Source: an optimization exercise on an open RTL-to-GDS flow (aim: small area). Production flows keep margins and buffers that such runs may drop. No functional check of the RTL was part of any run shown here. Power and IR drop assume default switching activity.

==> flow/design.v, too long to show whole: its modules and the start of the top module <==
// module mod_decim: 4605 lines
// module md_fa: 4 lines
// module md_ha: 4 lines
module mod_decim (
    input  wire        clk,
    input  wire        rst_n,         
    input  wire        en,            
    input  wire [2:0]  cfg_k,         
    input  wire [8:0]  cfg_d,         
    input  wire        cfg_fir,       
    input  wire [15:0] trim_gain,     
    input  wire [15:0] trim_offset,   
    input  wire        tap_we,        
    input  wire [3:0]  tap_addr,
    input  wire [15:0] tap_wdata,     
    input  wire        code_valid,
    input  wire [3:0]  code,
    output wire        smp_valid,
    output wire [23:0] smp_value,
    output wire [1:0]  smp_qual,
    output wire [15:0] smp_seq
);
  // ...
==> flow/run.sh <==
#!/bin/bash
# synth_recipe.tcl (not shown) runs the flow's synth.tcl, then flattens the netlist and writes it again
# the make line also repeats each setting of config.mk as NAME=value (left out here)
make -C /OpenROAD-flow-scripts/flow DESIGN_CONFIG=/design/flow/config.mk WORK_HOME=/design/flow/orfs CLKGATE_MAP_FILE= SYNTH_SCRIPT=/design/flow/synth_recipe.tcl finish
==> flow/config.mk <==
export PLATFORM = sky130hd
export DESIGN_NAME = mod_decim
export DESIGN_NICKNAME = mod_decim
export VERILOG_FILES = /design/flow/design.v
export SDC_FILE = /design/flow/constraint.sdc
export NUM_CORES = 8
export LEC_CHECK = 0
export CAP_MARGIN = 20
export CORE_MARGIN = 2
export CORE_UTILIZATION = 50
export CTS_BUF_LIST = sky130_fd_sc_hd__clkbuf_16
export CTS_CLUSTER_DIAMETER = 100
export CTS_CLUSTER_SIZE = 30
export PLACE_DENSITY = 0.6
export SLEW_MARGIN = 20
export SYNTH_HIERARCHICAL = 1
export SYNTH_MINIMUM_KEEP_SIZE = 0
==> flow/constraint.sdc <==
create_clock -name core_clock -period 24.0 [get_ports {clk}]
set_input_delay 4.8000 -clock core_clock [delete_from_list [all_inputs] [get_ports {clk}]]
set_output_delay 4.8000 -clock core_clock [all_outputs]
set_load 0.01 [all_outputs]
==> qor.txt, run 1 <==
EDFF count, synth - 802
max cap viols - 0
layout cell share with drive strength beyond 1 - 8.85%
commonest cells after routing, fill and taps aside - sky130_fd_sc_hd__fa_1, sky130_fd_sc_hd__edfxtp_1, sky130_fd_sc_hd__mux2i_1
Most used DFF post-synth - sky130_fd_sc_hd__edfxtp_1
clock buffer count from CTS - 53
final design instance area without fill - 0.105 mm2
Worst-Skew Late Latency - 790 ps
Achievable Freq - 0.0535 GHz
residual overflow from global routing - 0
Min-Delay Startpoint - ring[5][19]$_DFFE_PP_
internal power contribution - 4.00 mW
maximum level of the CTS H-tree - 2
routing layer with the top usage in global route - met2
outcome - no timing/DRC/antenna violations
worst IR drop on VDD - 0.000151 V
kind of critical path - in -> reg
number of register bits inferred by synthesis - 1098
non-clock buffering overhead in the final layout - 3.77%
top cell class by occupied area - multi-input gates
maximum number of pins on one net before global-route repair - 112
dominant cell type by area after synthesis - sky130_fd_sc_hd__fa_1
buffers inserted by post-CTS timing repair - 0
worst clock skew - 72.0 ps
Via density - 6.60
largest power group - combinational logic
clock root cell - sky130_fd_sc_hd__clkbuf_16
die span in y - 451 um
part of the cycle the worst path needs - 77.8%
Max transition margin - 20.8%
post-synthesis share of cell area spent on full adders, half adders and majority gates - 30.9%
Vias - 73200
yosys synthesis warning count - 9
count of unresolved DRC violations after routing - 0
number of buffers between clock root and the deepest sink - 3
Top Registers - ring x360, taps x256, rg x46
amount of wire on met3 after detailed routing - 39000 um
sequential share of the synthesized area - 30.1%
number of cells on the critical path - 36
number of global-route vias before repair - 74200
Worst R2R Setup Slack - 6140 ps
==> run 2: changes to the inputs <==
--- a/flow/config.mk
+++ b/flow/config.mk
@@ -6,5 +6,5 @@
 export NUM_CORES = 8
 export LEC_CHECK = 0
-export CAP_MARGIN = 20
+export CAP_MARGIN = 0
 export CORE_MARGIN = 2
 export CORE_UTILIZATION = 50
@@ -12,6 +12,7 @@
 export CTS_CLUSTER_DIAMETER = 100
 export CTS_CLUSTER_SIZE = 30
+export GPL_TIMING_DRIVEN = 0
 export PLACE_DENSITY = 0.6
-export SLEW_MARGIN = 20
+export SLEW_MARGIN = 0
 export SYNTH_HIERARCHICAL = 1
 export SYNTH_MINIMUM_KEEP_SIZE = 0
==> run 2 against run 1 <==
Effect of this change: the layout now fails its checks (capacitance limit, slew limit); via count rose by 6.9%; combinational power rose by 6%; first-iteration DRC count rose by 22%; worst setup slack got worse by 1500 ps; routed wire length rose by 25%; highest routed layer unchanged.
==> qor.txt, run 2 <==
maximum number of pins on one net before global-route repair - 76 (was 112)
Min-Delay Startpoint - ring[12][10]$_DFFE_PP_ (was ring[5][19]$_DFFE_PP_)
part of the cycle the worst path needs - 84.0% (was 77.8%)
kind of capture point of the worst setup path - flip-flop (unchanged)
number of hold-repair buffers added at the cts stage - 0 (unchanged)
Worst-Skew Late Latency - 790 ps (about the same)
number of register bits inferred by synthesis - 1098 (unchanged)
width of the die - 451 um (unchanged)
number of failing hold endpoints at the final stage - 0 (unchanged)
commonest cells after routing, fill and taps aside - sky130_fd_sc_hd__fa_1, sky130_fd_sc_hd__edfxtp_1, sky130_fd_sc_hd__mux2i_1 (unchanged)
final-layout setup total negative slack - 0 ps (unchanged)
Worst Hold Class - reg -> reg (unchanged)
maximum level of the CTS H-tree - 2 (unchanged)
area of the core - 0.198 mm2 (unchanged)
kind of critical path - in -> reg (unchanged)
Vias - 78300 (was 73200)
critical path's largest stage delay - 1040 ps (was 700 ps)
Post-Route Utilization - 53.9% (was 53.3%)
starting density of the core - 50.5% (unchanged)
worst IR drop on VDD - 0.000122 V (was 0.000151 V)
half-perimeter wire length after placement - 358000 um (was 257000 um)
FF-to-FF End - facc[43]$_DFF_P_ (was i4[36]$_DFFE_PP_)
number of standard cells after synthesis - 8819 (unchanged)
number of cells on the critical path - 36 (unchanged)
buffers inserted by post-CTS timing repair - 0 (unchanged)
Max transition margin - -6.91% (was 20.8%)
clock-pin slew of the registers on the worst-case setup and hold paths - 110 ps (about the same)
Critical-path top delay cell - sky130_fd_sc_hd__a221oi_2 (was sky130_fd_sc_hd__a221oi_4)
Via density - 6.69 (was 6.60)
Synth Area per Inst - 11.3 um2 (unchanged)
slew at the pin closest to its max-slew limit - 1590 ps (was 1190 ps)
die span in y - 451 um (unchanged)
leakage power - 46.1 nW (about the same)
total power divided by cell area - 64.9 mW/mm2 (was 64.1 mW/mm2)
number of setup violations in the final report - 0 (unchanged)
yosys synthesis warning count - 9 (unchanged)
max FFs per register - 360 (unchanged)
Overall Global Routing Usage - 42.5% (was 34.2%)
Most used DFF post-synth - sky130_fd_sc_hd__edfxtp_1 (unchanged)
Antenna Violating Nets Remaining - 0 (unchanged)
part of the power in registers - 34.0% (was 34.6%)
area share of the largest cell type after synthesis - 28.6% (unchanged)
net switching component of the power - 2.92 mW (was 2.77 mW)
residual overflow from global routing - 0 (unchanged)
clock root cell - sky130_fd_sc_hd__clkbuf_16 (unchanged)
cell repeated most along the worst path - sky130_fd_sc_hd__fa_1 (unchanged)
gp weighted congestion - 1.07 (was 1.00)
worst clock skew - 58.2 ps (was 72.0 ps)
count leader, synth - sky130_fd_sc_hd__fa_1 (unchanged)
shortest clock period the worst path allows after layout - 20160 ps (was 18680 ps)
WL final - 433000 um (was 347000 um)
total number of clock tree sinks - 1098 (unchanged)
net count after synthesis - 10500 (unchanged)
most common library cell in the layout ignoring fill and taps - sky130_fd_sc_hd__fa_1 (unchanged)
clock group share of total power - 16.2% (was 17.1%)
max-slew violation count - 17 (was 0)
count of unresolved DRC violations after routing - 0 (unchanged)
row count - 163 (unchanged)
CP endpoint - ap[25]$_DFFE_PP_ (was sacc[47]$_DFF_P_)
dominant cell type by area after synthesis - sky130_fd_sc_hd__fa_1 (unchanged)
Switching Fraction - 42.2% (was 40.9%)
Top Registers - ring x360, taps x256, rg x46 (unchanged)
layout cell share with drive strength beyond 1 - 5.58% (was 8.85%)
outcome - complete, but fails checks (was no timing/DRC/antenna violations)
Critical Path Start - cfg_d[1] (was cfg_d[7])
number of DRC markers after the initial detailed-route iteration - 10400 (was 8531)
combinational share of power - 49.8% (was 48.3%)
post-CTS sizing - 0 (unchanged)
wire length per cell after detailed routing - 37.0 um (was 31.3 um)
synthesis-to-finish area growth - 6.82% (was 5.70%)
area of the die - 0.203 mm2 (unchanged)
top-level port count - 117 (unchanged)
Worst R2R Setup Slack - 3890 ps (was 6140 ps)
Achievable Freq - 0.0496 GHz (was 0.0535 GHz)
cell area after synthesis - 0.0998 mm2 (unchanged)
share of synthesized flip-flops with an asynchronous set or reset - 0% (unchanged)
number of distinct standard cells referenced by the synthesized netlist - 88 (unchanged)
EDFF count, synth - 802 (unchanged)
Crit Path Max Fanout - 10 (was 36)
first drt pass iteration count - 9 (was 7)
critical path launch point type - input port (unchanged)
critical path's top delay family - adder cells (unchanged)
critical path data required time - 24660 ps (was 24630 ps)
R2R Path Start - v7$_SDFF_PN0_ (was shf[3]$_SDFFE_PN0P_)
max cap viols - 2 (was 0)
Buf/Inv on CP - 5 (was 3)
Blocking Checks - capacitance limit, slew limit
internal power contribution - 4.00 mW (about the same)
global-route wire length before repair - 608000 um (was 514000 um)
most frequent cells after synthesis - sky130_fd_sc_hd__fa_1, sky130_fd_sc_hd__edfxtp_1, sky130_fd_sc_hd__mux2i_1 (unchanged)
total number of nets in the final design - 10700 (was 10100)
Port Buffers - 115 (was 116)
top post-synthesis cells by area - sky130_fd_sc_hd__fa_1, sky130_fd_sc_hd__edfxtp_1, sky130_fd_sc_hd__mux2i_1, sky130_fd_sc_hd__dfxtp_1, sky130_fd_sc_hd__a22oi_1 (unchanged)
cell count of the worst reg-to-reg path - 45 (was 41)
clock buffer count from CTS - 52 (was 53)
unrepaired setup endpoints after global routing - false (unchanged)
sequential share of the synthesized area - 30.1% (unchanged)
most flop-heavy register - ring (unchanged)
arrival time of data at the critical path endpoint - 20820 ps (was 19320 ps)
TritonCTS clock tree - yes (unchanged)
number of antenna violations at the first check in global routing - 24 (was 13)
number of buffers between clock root and the deepest sink - 3 (unchanged)
fill cell instance count of the final layout - 17100 (was 17200)
number of global-route vias before repair - 79400 (was 74200)
## run 2: worst register-to-register path, delay by kind of cell, from the launching register on
family / cells / cell delay (ps)
multiplexers: 1 / 270
buffers and inverters: 10 / 5190
flip-flops: 1 / 320
AND/OR/NAND/NOR: 1 / 100
adder cells (fa/ha/maj): 30 / 12960
AO/OA/AOI/OAI: 3 / 1190
## run 2: final cells by class
cell class	instances	area (um2)	area share [%]
multi-input combinational	6474	65000	60.9
clock buffer	52	1300	1.22
sequential	1098	30000	28.1
tap	2640	3300	3.10
antenna	6	15.0	0.0141
clock inverter	41	437	0.410
timing repair buffer	143	1620	1.52
buffer	945	3820	3.58
inverter	302	1130	1.06
## run 2: worst min-delay path by stage
stage,endpoint,slack (ps),cells after the start
after global routing,ring[1][10]$_DFFE_PP_,420,0
final,ring[1][10]$_DFFE_PP_,410,0
after global placement,ring[2][1]$_DFFE_PP_,400,0
after floorplan,ring[10][0]$_DFFE_PP_,400,0
after CTS,ring[1][10]$_DFFE_PP_,410,0
after detailed placement,ring[10][11]$_DFFE_PP_,400,0
## run 2: logic make-up after synthesis
family / count (synthesis) / synth area share (%)
xor gates and xnor gates: 170 / 1.49
adders and majority gates: 1607 / 30.9
buffers and inverters: 1247 / 4.96
DFF: 1098 / 30.1
AOI/OAI and AO/OA: 2081 / 15.2
and+or+nand+nor: 1712 / 8.11
muxes: 904 / 9.25
## run 2: power groups by stage
stage / logic, mW / clock network (mW) / registers [mW]
floorplan: 2.02 / 0 / 2.31
global placement: 3.26 / 0 / 2.38
detailed placement: 3.34 / 0 / 2.38
CTS: 3.37 / 1.13 / 2.34
global route: 3.69 / 1.19 / 2.36
finish: 3.45 / 1.12 / 2.35
## run 2: Yosys stat by module (local to each module, per instance)
module / copies in the design / flip-flops and latches / area (um2)
mod_decim: 1 / 1098 / 70000
md_fa: 1425 / 0 / 20.0
md_ha: 104 / 0 / 12.5
## run 2: through the flow
step / hold slack (ps) / instances / instance area (um2) / worst slack (ps) / power [mW]
after floorplan: 400 / 8819 / 99800 / 6180 / 4.33
after global placement: 400 / 11600 / 104000 / 3100 / 5.64
after detailed placement: 405 / 11600 / 105000 / 3730 / 5.72
after CTS: 414 / 11700 / 107000 / 4140 / 6.84
after global routing: 419 / 11700 / 107000 / 3640 / 7.24
final: 410 / 11700 / 107000 / 3840 / 6.92
## run 2: routing by layer
metal | share of wire (%) | vias up | routed length [um] | track usage [%]
met3 | 10 | 1193 | 43300 | 10.4
met1 | 36 | 40200 | 155000 | 51.8
met4 | 8.6 | 6 | 37300 | 28.9
li1 | - | 32100 | - | -
met5 | 0.0078 | - | 34 | 0
met2 | 46 | 4898 | 197000 | 66.7
==> run 3: changes to the inputs <==
--- a/flow/config.mk
+++ b/flow/config.mk
@@ -11,5 +11,6 @@
 export CTS_BUF_LIST = sky130_fd_sc_hd__clkbuf_16
 export CTS_CLUSTER_DIAMETER = 100
-export CTS_CLUSTER_SIZE = 30
+export CTS_CLUSTER_SIZE = 24
+export GPL_ROUTABILITY_DRIVEN = 0
 export GPL_TIMING_DRIVEN = 0
 export PLACE_DENSITY = 0.6
==> run 3 against run 2 <==
Effect of this change: critical path type unchanged; largest cell class unchanged; still fails the layout checks on capacitance limit, slew limit; critical endpoint is now ap[35]$_DFFE_PP_; synthesized area unchanged; flip-flop and latch count unchanged; global-route usage is 4.0 points lower.
==> qor.txt, run 3 <==
part of the cycle the worst path needs - 83.3% (was 84.0%)
Worst Hold Class - reg -> reg (unchanged)
Synth Area per Inst - 11.3 um2 (unchanged)
unrepaired setup endpoints after global routing - false (unchanged)
maximum level of the CTS H-tree - 2 (unchanged)
number of placed cells counting well taps - 11600 (about the same)
count of unresolved DRC violations after routing - 0 (unchanged)
most flop-heavy register - ring (unchanged)
Buf/Inv on CP - 4 (was 5)
Switching Fraction - 41.7% (was 42.2%)
Crit Path Max Fanout - 10 (unchanged)
clock buffer count from CTS - 61 (was 52)
non-filler cells in the finished layout - 11700 (about the same)
leakage power - 46.3 nW (was 46.1 nW)
critical path's top delay family - adder cells (unchanged)
top post-synthesis cells by area - sky130_fd_sc_hd__fa_1, sky130_fd_sc_hd__edfxtp_1, sky130_fd_sc_hd__mux2i_1, sky130_fd_sc_hd__dfxtp_1, sky130_fd_sc_hd__a22oi_1 (unchanged)
TritonCTS clock tree - yes (unchanged)
clock root cell - sky130_fd_sc_hd__clkbuf_16 (unchanged)
area share of the largest cell type after synthesis - 28.6% (unchanged)
max-slew violation count - 21 (was 17)
clock group share of total power - 17.2% (was 16.2%)
top-level port count - 117 (unchanged)
share of synthesized flip-flops with an asynchronous set or reset - 0% (unchanged)
most common library cell in the layout ignoring fill and taps - sky130_fd_sc_hd__fa_1 (unchanged)
Max transition margin - -3.97% (was -6.91%)
critical path's largest stage delay - 1180 ps (was 1040 ps)
wire length per cell after detailed routing - 33.6 um (was 37.0 um)
area of the core - 0.198 mm2 (unchanged)
worst IR drop on VDD - 0.000142 V (was 0.000122 V)
row count - 163 (unchanged)
half-perimeter wire length after placement - 319000 um (was 358000 um)
EDFF count, synth - 802 (unchanged)
Top Registers - ring x360, taps x256, rg x46 (unchanged)
number of buffers between clock root and the deepest sink - 3 (unchanged)
total number of clock tree sinks - 1098 (unchanged)
number of antenna violations at the first check in global routing - 16 (was 24)
number of global-route vias before repair - 80100 (was 79400)
sequential share of the synthesized area - 30.1% (unchanged)
number of distinct standard cells referenced by the synthesized netlist - 88 (unchanged)
part of the power in registers - 33.3% (was 34.0%)
count leader, synth - sky130_fd_sc_hd__fa_1 (unchanged)
residual overflow from global routing - 0 (unchanged)
first drt pass iteration count - 18 (was 9)
FF/Latch Area - 0.0300 mm2 (unchanged)
Achievable Freq - 0.0500 GHz (was 0.0496 GHz)
width of the die - 451 um (unchanged)
Antenna Violating Nets Remaining - 0 (unchanged)
number of setup violations in the final report - 0 (unchanged)
area of the multi-input gates - 0.0650 mm2 (about the same)
commonest cells after routing, fill and taps aside - sky130_fd_sc_hd__fa_1, sky130_fd_sc_hd__edfxtp_1, sky130_fd_sc_hd__mux2i_1 (unchanged)
cell repeated most along the worst path - sky130_fd_sc_hd__fa_1 (unchanged)
total power divided by cell area - 64.9 mW/mm2 (about the same)
number of DRC markers after the initial detailed-route iteration - 9823 (was 10400)
max FFs per register - 360 (unchanged)
worst clock skew - 71.1 ps (was 58.2 ps)
kind of critical path - in -> reg (unchanged)
WL final - 393000 um (was 433000 um)
number of standard cells after synthesis - 8819 (unchanged)
starting density of the core - 50.5% (unchanged)
PnR Total Power - 6.94 mW (was 6.92 mW)
number of hold-repair buffers added at the cts stage - 0 (unchanged)
buffers inserted by post-CTS timing repair - 0 (unchanged)
kind of capture point of the worst setup path - flip-flop (unchanged)
clock-pin slew of the registers on the worst-case setup and hold paths - 100 ps (was 110 ps)
cell area after synthesis - 0.0998 mm2 (unchanged)
maximum number of pins on one net before global-route repair - 65 (was 76)
Vias - 78500 (was 78300)
Blocking Checks - capacitance limit, slew limit (unchanged)
dominant cell type by area after synthesis - sky130_fd_sc_hd__fa_1 (unchanged)
fill cell instance count of the final layout - 17500 (was 17100)
slew at the pin closest to its max-slew limit - 1550 ps (was 1590 ps)
internal power contribution - 4.04 mW (was 4.00 mW)
post-CTS sizing - 0 (unchanged)
shortest clock period the worst path allows after layout - 20000 ps (was 20160 ps)
yosys synthesis warning count - 9 (unchanged)
Post-Route Utilization - 54.0% (was 53.9%)
critical path launch point type - input port (unchanged)
post-place setup slack - 3180 ps (was 3730 ps)
outcome - complete, but fails checks (unchanged)
Critical-path top delay cell - sky130_fd_sc_hd__a221oi_1 (was sky130_fd_sc_hd__a221oi_2)
die span in y - 451 um (unchanged)
area of the die - 0.203 mm2 (unchanged)
critical path data required time - 24540 ps (was 24660 ps)
Overall Global Routing Usage - 38.5% (was 42.5%)
Worst-Skew Late Latency - 800 ps (was 790 ps)
slack of the critical path - 4000 ps (was 3840 ps)
layout cell share with drive strength beyond 1 - 5.67% (was 5.58%)
Via density - 6.70 (was 6.69)
total number of nets in the final design - 10700 (about the same)
Port Buffers - 115 (unchanged)
arrival time of data at the critical path endpoint - 20540 ps (was 20820 ps)
most frequent cells after synthesis - sky130_fd_sc_hd__fa_1, sky130_fd_sc_hd__edfxtp_1, sky130_fd_sc_hd__mux2i_1 (unchanged)
net count after synthesis - 10500 (unchanged)
number of failing hold endpoints at the final stage - 0 (unchanged)
global-route wire length before repair - 566000 um (was 608000 um)
combinational share of power - 49.5% (was 49.8%)
number of register bits inferred by synthesis - 1098 (unchanged)
synthesis-to-finish area growth - 7.06% (was 6.82%)
Most used DFF post-synth - sky130_fd_sc_hd__edfxtp_1 (unchanged)
max cap viols - 3 (was 2)
final-layout setup total negative slack - 0 ps (unchanged)
net switching component of the power - 2.89 mW (was 2.92 mW)
==> run 3: cell count changes in the layout (fill, tap and decap cells not counted), moves of 3 or more <==
cell                        before  now
sky130_fd_sc_hd__clkinv_8        1    5
sky130_fd_sc_hd__diode_2         6   11
sky130_fd_sc_hd__clkbuf_16      52   61
sky130_fd_sc_hd__bufinv_8        3    0
sky130_fd_sc_hd__inv_1         315  319
==> run 3: through the flow <==
| stage | hold WS, ps | area, um2 |
|---|---|---|
| after detailed placement | 405 | 105000 |
| after CTS | 423 | 107000 |
| after floorplan | 400 | 99800 |
| after global placement | 400 | 104000 |
| final | 418 | 107000 |
| after global routing | 424 | 107000 |
==> run 3: routing by layer <==
metal | GRT usage [%] | vias up | share of wire [%] | routed length, um
met5 | 0.284 | - | 0.047 | 183
met4 | 27.1 | 6 | 8.9 | 35100
met3 | 14.1 | 1567 | 13 | 51600
met2 | 57.5 | 5419 | 43 | 170000
met1 | 46.0 | 39400 | 35 | 137000
li1 | - | 32100 | - | -
==> run 3: worst paths after layout <==
path | slack [ps] | from | to | cells past startpoint
worst max-delay path | 4000 | cfg_d[0] | ap[35]$_DFFE_PP_ | 38
worst min-delay path | 420 | ring[5][6]$_DFFE_PP_ | ring[9][6]$_DFFE_PP_ | 0
worst max register to register | 4440 | v7$_SDFF_PN0_ | facc[43]$_DFF_P_ | 45
worst min register to register | 420 | ring[5][6]$_DFFE_PP_ | ring[9][6]$_DFFE_PP_ | 0
==> run 3: Yosys stat by module (local to each module, per instance) <==
module / flops+latches / cells / times used
md_ha: 0 / 1 / 104
mod_decim: 1098 / 7290 / 1
md_fa: 0 / 1 / 1425
==> run 3: layout make-up <==
class	instances	area share [%]
well taps	2640	3.09
multi-input cells	6474	60.8
flip-flops and latches	1098	28.1
clock inverters	46	0.452
repair buffers	141	1.49
inverters	302	1.06
diodes	11	0.0258
clock buffers	61	1.43
plain buffers	945	3.57
==> run 3: cells by family after synthesis <==
kind of cell,Yosys count,share of synthesized area [%]
AOI/OAI and AO/OA,2081,15.2
xor gates and xnor gates,170,1.49
adders and majority gates,1607,30.9
buffers and inverters,1247,4.96
DFF,1098,30.1
muxes,904,9.25
and+or+nand+nor,1712,8.11
==> run 3: power groups by stage <==
stage / Clock [mW] / Combinational (mW) / Sequential, mW
4_1_cts: 1.22 / 3.32 / 2.31
3_3_place_gp: 0 / 3.19 / 2.35
3_5_place_dp: 0 / 3.29 / 2.35
2_1_floorplan: 0 / 2.02 / 2.31
5_1_grt: 1.28 / 3.65 / 2.33
6_report: 1.19 / 3.43 / 2.31
==> run 4: changes to the inputs <==
==> flow/config.mk (replaced) <==
export PLATFORM = sky130hd
export DESIGN_NAME = mod_decim
export DESIGN_NICKNAME = mod_decim
export VERILOG_FILES = /design/flow/design.v
export SDC_FILE = /design/flow/constraint.sdc
export NUM_CORES = 8
export LEC_CHECK = 0
export CAP_MARGIN = 20
export CORE_MARGIN = 2
export CORE_UTILIZATION = 50
export CTS_BUF_LIST = sky130_fd_sc_hd__clkbuf_8
export CTS_CLUSTER_DIAMETER = 60
export CTS_CLUSTER_SIZE = 15
export PLACE_DENSITY = 0.6
export SLEW_MARGIN = 20
export SYNTH_HIERARCHICAL = 1
export SYNTH_MINIMUM_KEEP_SIZE = 0
==> run 4 against run 3 <==
Effect of this change: the run now finishes clean; clock skew up 16 ps; routed wire length shrank 11%; synthesized cell count stayed put; critical endpoint is now sacc[47]$_DFF_P_; largest power group unchanged; highest routed layer unchanged.
==> qor.txt, run 4 <==
outcome - no timing/DRC/antenna violations (was complete, but fails checks)
Worst Hold Class - reg -> reg (unchanged)
leakage power - 46.4 nW (was 46.3 nW)
Via density - 6.58 (was 6.70)
total number of nets in the final design - 10200 (was 10700)
clock-pin slew of the registers on the worst-case setup and hold paths - 100 ps (about the same)
Critical Path Start - cfg_d[7] (was cfg_d[0])
buffers inserted by post-CTS timing repair - 0 (unchanged)
Crit Path Max Fanout - 36 (was 10)
count of unresolved DRC violations after routing - 0 (unchanged)
post-synthesis share of cell area spent on full adders, half adders and majority gates - 30.9% (unchanged)
total number of clock tree sinks - 1098 (unchanged)
commonest cells after routing, fill and taps aside - sky130_fd_sc_hd__fa_1, sky130_fd_sc_hd__edfxtp_1, sky130_fd_sc_hd__mux2i_1 (unchanged)
yosys synthesis warning count - 9 (unchanged)
kind of capture point of the worst setup path - flip-flop (unchanged)
worst clock skew - 86.8 ps (was 71.1 ps)
cell repeated most along the worst path - sky130_fd_sc_hd__fa_1 (unchanged)
Switching Fraction - 40.8% (was 41.7%)
max-slew violation count - 0 (was 21)
number of hold-repair buffers added at the cts stage - 0 (unchanged)
Critical-path top delay cell - sky130_fd_sc_hd__a221oi_4 (was sky130_fd_sc_hd__a221oi_1)
cell area after synthesis - 0.0998 mm2 (unchanged)
width of the die - 451 um (unchanged)
minimum hold slack - 371 ps (was 418 ps)
synthesized-area fraction occupied by and/or/nand/nor cells - 8.11% (unchanged)
first drt pass iteration count - 9 (was 18)
area share of the largest cell type after synthesis - 28.6% (unchanged)
EDFF count, synth - 802 (unchanged)
area of the multi-input gates - 0.0652 mm2 (was 0.0650 mm2)
top-level port count - 117 (unchanged)
unrepaired setup endpoints after global routing - false (unchanged)
clock buffer count from CTS - 111 (was 61)
global-route wire length before repair - 516000 um (was 566000 um)
standard cell area after detailed placement - 0.104 mm2 (was 0.105 mm2)
slew at the pin closest to its max-slew limit - 1240 ps (was 1550 ps)
number of setup violations in the final report - 0 (unchanged)
total power divided by cell area - 65.4 mW/mm2 (was 64.9 mW/mm2)
Top Registers - ring x360, taps x256, rg x46 (unchanged)
Port Buffers - 116 (was 115)
kind of critical path - in -> reg (unchanged)
fill cell instance count of the final layout - 17200 (was 17500)
die span in y - 451 um (unchanged)
fraction of synthesized area in multiplexers - 9.25% (unchanged)
clock root cell - sky130_fd_sc_hd__clkbuf_8 (was sky130_fd_sc_hd__clkbuf_16)
cell count of the worst reg-to-reg path - 41 (was 45)
net switching component of the power - 2.83 mW (was 2.89 mW)
clock group share of total power - 19.1% (was 17.2%)
most frequent cells after synthesis - sky130_fd_sc_hd__fa_1, sky130_fd_sc_hd__edfxtp_1, sky130_fd_sc_hd__mux2i_1 (unchanged)
Achievable Freq - 0.0541 GHz (was 0.0500 GHz)
critical path launch point type - input port (unchanged)
top post-synthesis cells by area - sky130_fd_sc_hd__fa_1, sky130_fd_sc_hd__edfxtp_1, sky130_fd_sc_hd__mux2i_1, sky130_fd_sc_hd__dfxtp_1, sky130_fd_sc_hd__a22oi_1 (unchanged)
Synth Area per Inst - 11.3 um2 (unchanged)
row count - 163 (unchanged)
maximum level of the CTS H-tree - 3 (was 2)
final-layout setup total negative slack - 0 ps (unchanged)
maximum number of pins on one net before global-route repair - 112 (was 65)
final design instance area without fill - 0.106 mm2 (was 0.107 mm2)
internal power contribution - 4.11 mW (was 4.04 mW)
number of failing hold endpoints at the final stage - 0 (unchanged)
area of the die - 0.203 mm2 (unchanged)
TritonCTS clock tree - yes (unchanged)
Overall Global Routing Usage - 34.3% (was 38.5%)
worst IR drop on VDD - 0.000149 V (was 0.000142 V)
count leader, synth - sky130_fd_sc_hd__fa_1 (unchanged)
part of the power in registers - 33.7% (was 33.3%)
number of cells on the critical path - 36 (was 38)
most flop-heavy register - ring (unchanged)
dominant cell type by area after synthesis - sky130_fd_sc_hd__fa_1 (unchanged)
number of register bits inferred by synthesis - 1098 (unchanged)
WL final - 348000 um (was 393000 um)
max cap viols - 0 (was 3)
starting density of the core - 50.5% (unchanged)
number of antenna violations at the first check in global routing - 16 (unchanged)
critical path data required time - 24810 ps (was 24540 ps)
wire length per cell after detailed routing - 31.1 um (was 33.6 um)
Max transition margin - 16.5% (was -3.97%)
dominant combinational cell family by area after synthesis - adder cells (unchanged)
post-place setup slack - 4420 ps (was 3180 ps)
number of standard cells after synthesis - 8819 (unchanged)
sequential share of the synthesized area - 30.1% (unchanged)
number of DRC markers after the initial detailed-route iteration - 8316 (was 9823)
combinational share of power - 47.2% (was 49.5%)
Most used DFF post-synth - sky130_fd_sc_hd__edfxtp_1 (unchanged)
most common library cell in the layout ignoring fill and taps - sky130_fd_sc_hd__fa_1 (unchanged)
area of the core - 0.198 mm2 (unchanged)
number of buffers between clock root and the deepest sink - 3 (unchanged)
number of global-route vias before repair - 74800 (was 80100)
net count after synthesis - 10500 (unchanged)
xor/xnor cell area share of the yosys netlist - 1.49% (unchanged)
Vias - 73700 (was 78500)
residual overflow from global routing - 0 (unchanged)
synthesis-to-finish area growth - 6.28% (was 7.06%)
post-CTS sizing - 0 (unchanged)
shortest clock period the worst path allows after layout - 18480 ps (was 20000 ps)
critical path's largest stage delay - 710 ps (was 1180 ps)
arrival time of data at the critical path endpoint - 19300 ps (was 20540 ps)
PnR Total Power - 6.94 mW (about the same)
layout cell share with drive strength beyond 1 - 9.78% (was 5.67%)
Antenna Violating Nets Remaining - 0 (unchanged)
FF-to-FF End - i4[36]$_DFFE_PP_ (was facc[43]$_DFF_P_)
max FFs per register - 360 (unchanged)
share of synthesized flip-flops with an asynchronous set or reset - 0% (unchanged)
FF/Latch Area - 0.0300 mm2 (about the same)
slack of the critical path - 5520 ps (was 4000 ps)
critical path's top delay family - adder cells (unchanged)
part of the cycle the worst path needs - 77.0% (was 83.3%)
share of the synthesized area in compound gates (AO/OA/AOI/OAI) - 15.2% (unchanged)
number of distinct standard cells referenced by the synthesized netlist - 88 (unchanged)
gp weighted congestion - 1.00
R2R Path Start - shf[2]$_SDFFE_PN0P_ (was v7$_SDFF_PN0_)
Min-Delay Startpoint - ring[9][23]$_DFFE_PP_ (was ring[5][6]$_DFFE_PP_)
CP endpoint - sacc[47]$_DFF_P_ (was ap[35]$_DFFE_PP_)
Worst-Skew Late Latency - 950 ps (was 800 ps)
half-perimeter wire length after placement - 257000 um (was 319000 um)
Buf/Inv on CP - 3 (was 4)
Worst R2R Setup Slack - 6090 ps (was 4440 ps)
run 4: per-module statistics from Yosys, one instance, submodules excluded:
| module | cell area, um2 | cells inside |
|---|---|---|
| md_ha | 12.5 | 1 |
| md_fa | 20.0 | 1 |
| mod_decim | 70000 | 7290 |
run 4: cell families after synthesis:
kind of cell | Yosys count
compound gates | 2081
simple gates | 1712
fa+ha+maj | 1607
buf+inv | 1247
flops | 1098
mux | 904
xor+xnor | 170
run 4: how the worst min path moves through the flow:
stage / endpoint / slack, ps / cells after the start
floorplan: ring[10][0]$_DFFE_PP_ / 400 / 0
global placement: ring[1][8]$_DFFE_PP_ / 400 / 0
detailed placement: ring[1][5]$_DFFE_PP_ / 400 / 0
CTS: ring[9][21]$_DFFE_PP_ / 370 / 0
global route: ring[9][21]$_DFFE_PP_ / 380 / 0
finish: ring[13][23]$_DFFE_PP_ / 370 / 0
run 4: per-layer routing:
metal / vias up / global-route usage [%] / part of all wire, % / routed length (um)
met5: - / 0.142 / 0.027 / 93
met4: 10 / 15.0 / 5.3 / 18600
met3: 766 / 10.5 / 11 / 38400
met2: 4011 / 53.3 / 45 / 158000
met1: 38000 / 44.5 / 38 / 133000
li1: 30900 / - / - / -
run 4: area by class of cell:
| cell class | instances | area share (%) |
|---|---|---|
| clock inverters | 83 | 0.791 |
| inverters | 302 | 1.07 |
| repair buffers | 484 | 3.75 |
| clock buffers | 115 | 1.49 |
| diodes | 6 | 0.0142 |
| well taps | 2640 | 3.11 |
| multi-input cells | 6474 | 61.5 |
| flip-flops and latches | 1098 | 28.3 |
run 4: power by group through the flow:
stage                     registers (mW)  logic (mW)  clock network, mW
final                               2.34        3.27               1.33
after floorplan                     2.31        2.02                  0
after CTS                           2.34        3.27               1.36
after detailed placement            2.38        3.24                  0
after global routing                2.35        3.56               1.43
after global placement              2.38        3.18                  0
run 4: stage by stage:
stage | util, % | std cells
5_1_grt | 53.6 | 11200
6_report | 53.6 | 11200
3_3_place_gp | 52.4 | 11000
3_5_place_dp | 52.4 | 11000
2_1_floorplan | - | 8819
4_1_cts | 53.6 | 11200

-- static timing again, ports no longer ideal --
No port has a modelled driver above. Below, the same layouts with a new extraction and two added sets of constraints. Step 1: set_driving_cell puts a clkbuf_16 on clk and a buf_2 on each other input, an assumption about the parent block. Step 2 moves the port delays by t, midway between the first and last clock arrival at a register: inputs arrive t later, outputs are due t later. That takes back most of the time a late clock gives input paths. a / b / c = ideal ports / drivers / drivers and shift; a / b = the first two.
run	t (ns)	setup slack, ns	hold WS [ns]	clock arrival spread, ns	worst register clock-pin slew, ns
run 1	0.840	5.317 / 5.386 / 4.546	0.393 / 0.393 / 0.393	0.075 / 0.074	0.12 / 0.12
run 2	0.863	3.844 / 3.889 / 3.044	0.410 / 0.410 / 0.410	0.059 / 0.059	0.12 / 0.12
run 3	0.859	3.996 / 4.064 / 3.206	0.418 / 0.418 / 0.418	0.074 / 0.073	0.10 / 0.10
run 4	1.001	5.516 / 5.581 / 4.580	0.371 / 0.371 / 0.371	0.108 / 0.108	0.10 / 0.10
For run 4, which loses most, drivers alone change the setup slack by +0.065 ns; drivers and shift together by -0.936 ns.
